This design comes from an exercise in tuning for small area and a short achievable clock period on the open sky130 flow, not from production work.
Only simulation tests tie the RTL to the original design; equivalence was not proved.
Power is estimated from default activity; no workload was simulated.

== v6 ==
## ecc_rmw
module ecc_rmw (
    input  wire        clk,
    input  wire        rst,           
    input  wire        in_valid,
    input  wire [71:0] in_rd_cw,      
    input  wire [63:0] in_wdata,      
    input  wire [7:0]  in_wmask,      
    input  wire [7:0]  in_wpar,       
    output reg         out_valid,
    output reg  [63:0] out_rdata,     
    output reg  [7:0]  out_rpar,      
    output reg  [7:0]  out_syndrome,  
    output reg         out_sbe,       
    output reg         out_ded,       
    output reg  [71:0] out_wr_cw,     
    output reg         out_poison     
);
    localparam [511:0] HCOL = 512'hf8c73e3d3b372f1fe0d0c8c4c2c1b0a8a4a2a1989492918c8a898685837068646261585452514c4a49464543383432312c2a292625231c1a191615130e0d0b07;
    localparam [7:0] POISON_MASK = 8'h03;
    integer k;
    wire in_syn_t0 = in_rd_cw[56] ^ in_rd_cw[60];
    wire in_syn_t1 = in_rd_cw[57] ^ in_rd_cw[61];
    wire in_syn_t2 = in_rd_cw[58] ^ in_rd_cw[59];
    wire in_syn_t3 = in_rd_cw[22] ^ in_rd_cw[62];
    wire in_syn_t4 = in_rd_cw[49] ^ in_rd_cw[63];
    wire in_syn_t5 = in_rd_cw[14] ^ in_syn_t1;
    wire in_syn_t6 = in_rd_cw[2] ^ in_syn_t0;
    wire in_syn_t7 = in_rd_cw[17] ^ in_syn_t2;
    wire in_syn_t8 = in_rd_cw[12] ^ in_rd_cw[37];
    wire in_syn_t9 = in_rd_cw[7] ^ in_rd_cw[9];
    wire in_syn_t10 = in_rd_cw[33] ^ in_rd_cw[53];
    wire in_syn_t11 = in_rd_cw[5] ^ in_rd_cw[16];
    wire in_syn_t12 = in_rd_cw[24] ^ in_rd_cw[63];
    wire in_syn_t13 = in_rd_cw[28] ^ in_rd_cw[54];
    wire in_syn_t14 = in_rd_cw[31] ^ in_rd_cw[55];
    wire in_syn_t15 = in_rd_cw[11] ^ in_rd_cw[15];
    wire in_syn_t16 = in_rd_cw[19] ^ in_rd_cw[48];
    wire in_syn_t17 = in_rd_cw[4] ^ in_rd_cw[20];
    wire in_syn_t18 = in_rd_cw[40] ^ in_rd_cw[43];
    wire in_syn_t19 = in_rd_cw[8] ^ in_rd_cw[29];
    wire in_syn_t20 = in_rd_cw[39] ^ in_rd_cw[46];
    wire in_syn_t21 = in_rd_cw[50] ^ in_rd_cw[62];
    wire in_syn_t22 = in_rd_cw[25] ^ in_rd_cw[52];
  ...
Settings: LEC_CHECK=0, ABC_AREA=1, CAP_MARGIN=20, CORE_MARGIN=2, CORE_UTILIZATION=40, SETUP_SLACK_MARGIN=3.2, SLEW_MARGIN=20; clock period 5.5 ns.
standard.sh (not shown) runs the stock make flow with config.mk's settings and CLKGATE_MAP_FILE= SYNTH_SCRIPT=/design/flow/synth_recipe.tcl, a recipe that flattens the netlist after the stock synthesis.
==> flow/flow/run.sh <==
#!/bin/bash
# Standard layout with plain port buffers, no CTS dummy loads.
set -euo pipefail
export BUFFER_PORTS_ARGS="-buffer_cell sky130_fd_sc_hd__buf_2"
export CTS_ARGS="-sink_clustering_enable -repair_clock_nets -dont_use_dummy_load"
bash standard.sh > standard.log 2>&1
The flow did not stop early for v6: all stages ran, and the layout cleared the timing, DRC and antenna checks.
#### Input delta (v7 over v6)
-- flow/design.v --
<<< v6, line 172
    wire in_syn_t151 = in_syn_t149 ^ in_syn_t150;
    wire [7:0] in_syn = {in_syn_t151, in_syn_t139, in_syn_t128, in_syn_t113, in_syn_t98, in_syn_t83, in_syn_t70, in_syn_t57};
    reg [7:0] in_wpar_err;
    always @(*) begin
>>> v7, line 172
    wire in_syn_t151 = in_syn_t149 ^ in_syn_t150;
    wire [7:0] in_syn = {in_syn_t151, in_syn_t139, in_syn_t128, in_syn_t113, in_syn_t98, in_syn_t83, in_syn_t70, in_syn_t57};
    reg [63:0] in_premerged;
    always @(*) begin
        for (k = 0; k < 8; k = k + 1)
            in_premerged[8*k +: 8] = in_wmask[k] ? in_wdata[8*k +: 8] : in_rd_cw[8*k +: 8];
    end
    reg [7:0] in_wpar_err;
    always @(*) begin
<<< v6, line 180
    reg [63:0] s0_rd_data;
    reg [7:0]  s0_syn;
    reg [63:0] s0_wdata;
    reg [7:0]  s0_wmask;
    reg        s0_wpar_err;
>>> v7, line 185
    reg [63:0] s0_rd_data;
    reg [7:0]  s0_syn;
    reg [63:0] s0_premerged;
    reg [7:0]  s0_wmask;
    reg        s0_wpar_err;
<<< v6, line 191
        s0_rd_data  <= in_rd_cw[63:0];
        s0_syn      <= in_syn;
        s0_wdata    <= in_wdata;
        s0_wmask    <= in_wmask;
        s0_wpar_err <= |in_wpar_err;
>>> v7, line 196
        s0_rd_data  <= in_rd_cw[63:0];
        s0_syn      <= in_syn;
        s0_premerged <= in_premerged;
        s0_wmask    <= in_wmask;
        s0_wpar_err <= |in_wpar_err;
<<< v6, line 226
    always @(*) begin
        for (k = 0; k < 8; k = k + 1) begin
            merged[8*k +: 8]    = s0_wmask[k] ? s0_wdata[8*k +: 8] : corr_data[8*k +: 8];
            premerged[8*k +: 8] = s0_wmask[k] ? s0_wdata[8*k +: 8] : s0_rd_data[8*k +: 8];
            kept_flip[k]        = !s0_wmask[k] && flip_byte[k];
        end
>>> v7, line 231
    always @(*) begin
        for (k = 0; k < 8; k = k + 1) begin
            premerged[8*k +: 8] = s0_premerged[8*k +: 8];
            merged[8*k +: 8]    = s0_premerged[8*k +: 8] ^ (s0_wmask[k] ? 8'h00 : flip_data[8*k +: 8]);
            kept_flip[k]        = !s0_wmask[k] && flip_byte[k];
        end
v7 has completed all stages; timing, DRC and antenna checks passed. The run showing the smaller design area is v7. v7 reports a higher data arrival time of the critical path than v6 does. Of the two candidates, v6 has the better largest voltage drop on the vdd net and v7 the worse one. Combined area of all synthesized cells: lower on v7. Sequential power (v7 over v6): increase, about 5%. Looking at net load switching power, v7 sits about 1.8% lower than v6 does. Sort v7 and v6 by share of the clock period used by the worst path after layout, ascending, and v7 comes first. Re overall via count from detail_route: v6 was higher than v7. Diff v6 -> v7: total number of multi-input combinational cells fell by 14%; internal power summed over all cells decreased by about 3% relative to the old numbers.

RTL: one of the versions met above, not the one the previous note started from.
For scale: roughly 300 flip-flops.
clock: 5.5 ns
lec_check: 0
abc_area: 1
cap_margin: 20
core_margin: 2
core_utilization: 40
setup_slack_margin: 3.1
slew_margin: 20
Scripts as last shown in full above: flow/flow/run.sh
Then changed:
--- a/flow/design.v
+++ b/flow/design.v
@@ -164,45 +164,40 @@
     wire in_syn_t143 = in_rd_cw[55] ^ in_rd_cw[71];
     wire in_syn_t144 = in_syn_t18 ^ in_syn_t32;
     wire in_syn_t145 = in_syn_t140 ^ in_syn_t141;
     wire in_syn_t146 = in_syn_t142 ^ in_syn_t143;
     wire in_syn_t147 = in_syn_t36 ^ in_syn_t38;
     wire in_syn_t148 = in_syn_t41 ^ in_syn_t144;
     wire in_syn_t149 = in_syn_t145 ^ in_syn_t146;
     wire in_syn_t150 = in_syn_t147 ^ in_syn_t148;
     wire in_syn_t151 = in_syn_t149 ^ in_syn_t150;
     wire [7:0] in_syn = {in_syn_t151, in_syn_t139, in_syn_t128, in_syn_t113, in_syn_t98, in_syn_t83, in_syn_t70, in_syn_t57};
-    reg [63:0] in_premerged;
-    always @(*) begin
-        for (k = 0; k < 8; k = k + 1)
-            in_premerged[8*k +: 8] = in_wmask[k] ? in_wdata[8*k +: 8] : in_rd_cw[8*k +: 8];
-    end
     reg [7:0] in_wpar_err;
     always @(*) begin
         for (k = 0; k < 8; k = k + 1)
             in_wpar_err[k] = in_wmask[k] && ((^in_wdata[8*k +: 8]) == in_wpar[k]);
     end
     reg        s0_valid;
     reg [63:0] s0_rd_data;
     reg [7:0]  s0_syn;
-    reg [63:0] s0_premerged;
+    reg [63:0] s0_wdata;
     reg [7:0]  s0_wmask;
     reg        s0_wpar_err;
     always @(posedge clk) begin
         if (rst) begin
             s0_valid <= 1'b0;
         end else begin
             s0_valid <= in_valid;
         end
         s0_rd_data  <= in_rd_cw[63:0];
         s0_syn      <= in_syn;
-        s0_premerged <= in_premerged;
+        s0_wdata    <= in_wdata;
         s0_wmask    <= in_wmask;
         s0_wpar_err <= |in_wpar_err;
     end
     reg [15:0] syn_lo, syn_hi;
     always @(*) begin
         for (k = 0; k < 16; k = k + 1) begin
             syn_lo[k] = (s0_syn[3:0] == k);
             syn_hi[k] = (s0_syn[7:4] == k);
         end
     end
@@ -223,22 +218,22 @@
     reg [7:0] corr_par;
     always @(*) begin
         for (k = 0; k < 8; k = k + 1)
             corr_par[k] = ~^s0_rd_data[8*k +: 8] ^ flip_byte[k];
     end
     reg [63:0] merged;
     reg [63:0] premerged;
     reg [7:0]  kept_flip;    
     always @(*) begin
         for (k = 0; k < 8; k = k + 1) begin
-            premerged[8*k +: 8] = s0_premerged[8*k +: 8];
-            merged[8*k +: 8]    = s0_premerged[8*k +: 8] ^ (s0_wmask[k] ? 8'h00 : flip_data[8*k +: 8]);
+            merged[8*k +: 8]    = s0_wmask[k] ? s0_wdata[8*k +: 8] : corr_data[8*k +: 8];
+            premerged[8*k +: 8] = s0_wmask[k] ? s0_wdata[8*k +: 8] : s0_rd_data[8*k +: 8];
             kept_flip[k]        = !s0_wmask[k] && flip_byte[k];
         end
     end
     wire need_read = (s0_wmask != 8'hff);
     wire poison    = (need_read && ded) || s0_wpar_err;
     wire pm_check_t0 = premerged[56] ^ premerged[58];
     wire pm_check_t1 = premerged[59] ^ premerged[60];
     wire pm_check_t2 = premerged[57] ^ premerged[61];
     wire pm_check_t3 = premerged[35] ^ premerged[62];
     wire pm_check_t4 = premerged[53] ^ premerged[63];
The changed run finished clean.
Worst setup slack is worse by 0.029 ns.
Final area grows by 3.3%.
Final cell count increases by 12%.
Power decreases by 0.81%.
Sequential share of layout area fell by 0.96 points.
Clock power hardly moves.
Routed wire length climbs by 5.2%.
Count of clock-buffer cells in the layout is unchanged.
Synthesized area grows by 2.3%.
Critical path depth is lower by 3.
Register-to-register slack barely changes.
First-iteration DRC count rises by 13%.

static timing again, ports no longer ideal:
The flow's constraints put no driver on any port. The routed layouts listed below were extracted and timed again, unchanged, in two steps. Step 1: set_driving_cell puts a clkbuf_16 on clk and a buf_2 on each other input, an assumption about the parent block. Step 2 also shifts input and output timing later by t, the mid clock arrival at the registers, as if the neighbouring blocks saw the same clock. Slacks: ideal ports / drivers / drivers and shift; pairs: ideal ports / drivers.
| run | t (ns) | setup WS [ns] | hold WS [ns] | latest minus earliest clock arrival (ns) | cell pins on the clock port's net |
|---|---|---|---|---|---|
| v6 | 0.566 | 3.260 / 3.260 / 2.786 | 0.409 / 0.409 / 0.409 | 0.053 / 0.053 | 1 |
| v7 | 0.607 | 3.290 / 3.242 / 2.714 | 0.410 / 0.410 / 0.410 | 0.027 / 0.027 | 1 |
| the first run of note 2 | 0.605 | 3.196 / 3.229 / 2.624 | 0.410 / 0.410 / 0.410 | 0.025 / 0.024 | 1 |
| the second run of note 2 | 0.606 | 3.167 / 3.200 / 2.594 | 0.399 / 0.399 / 0.399 | 0.020 / 0.020 | 1 |
After both steps every run listed still meets setup and hold. The setup slack of v7, which loses most, moves by -0.048 ns with the drivers and by -0.576 ns with both steps.
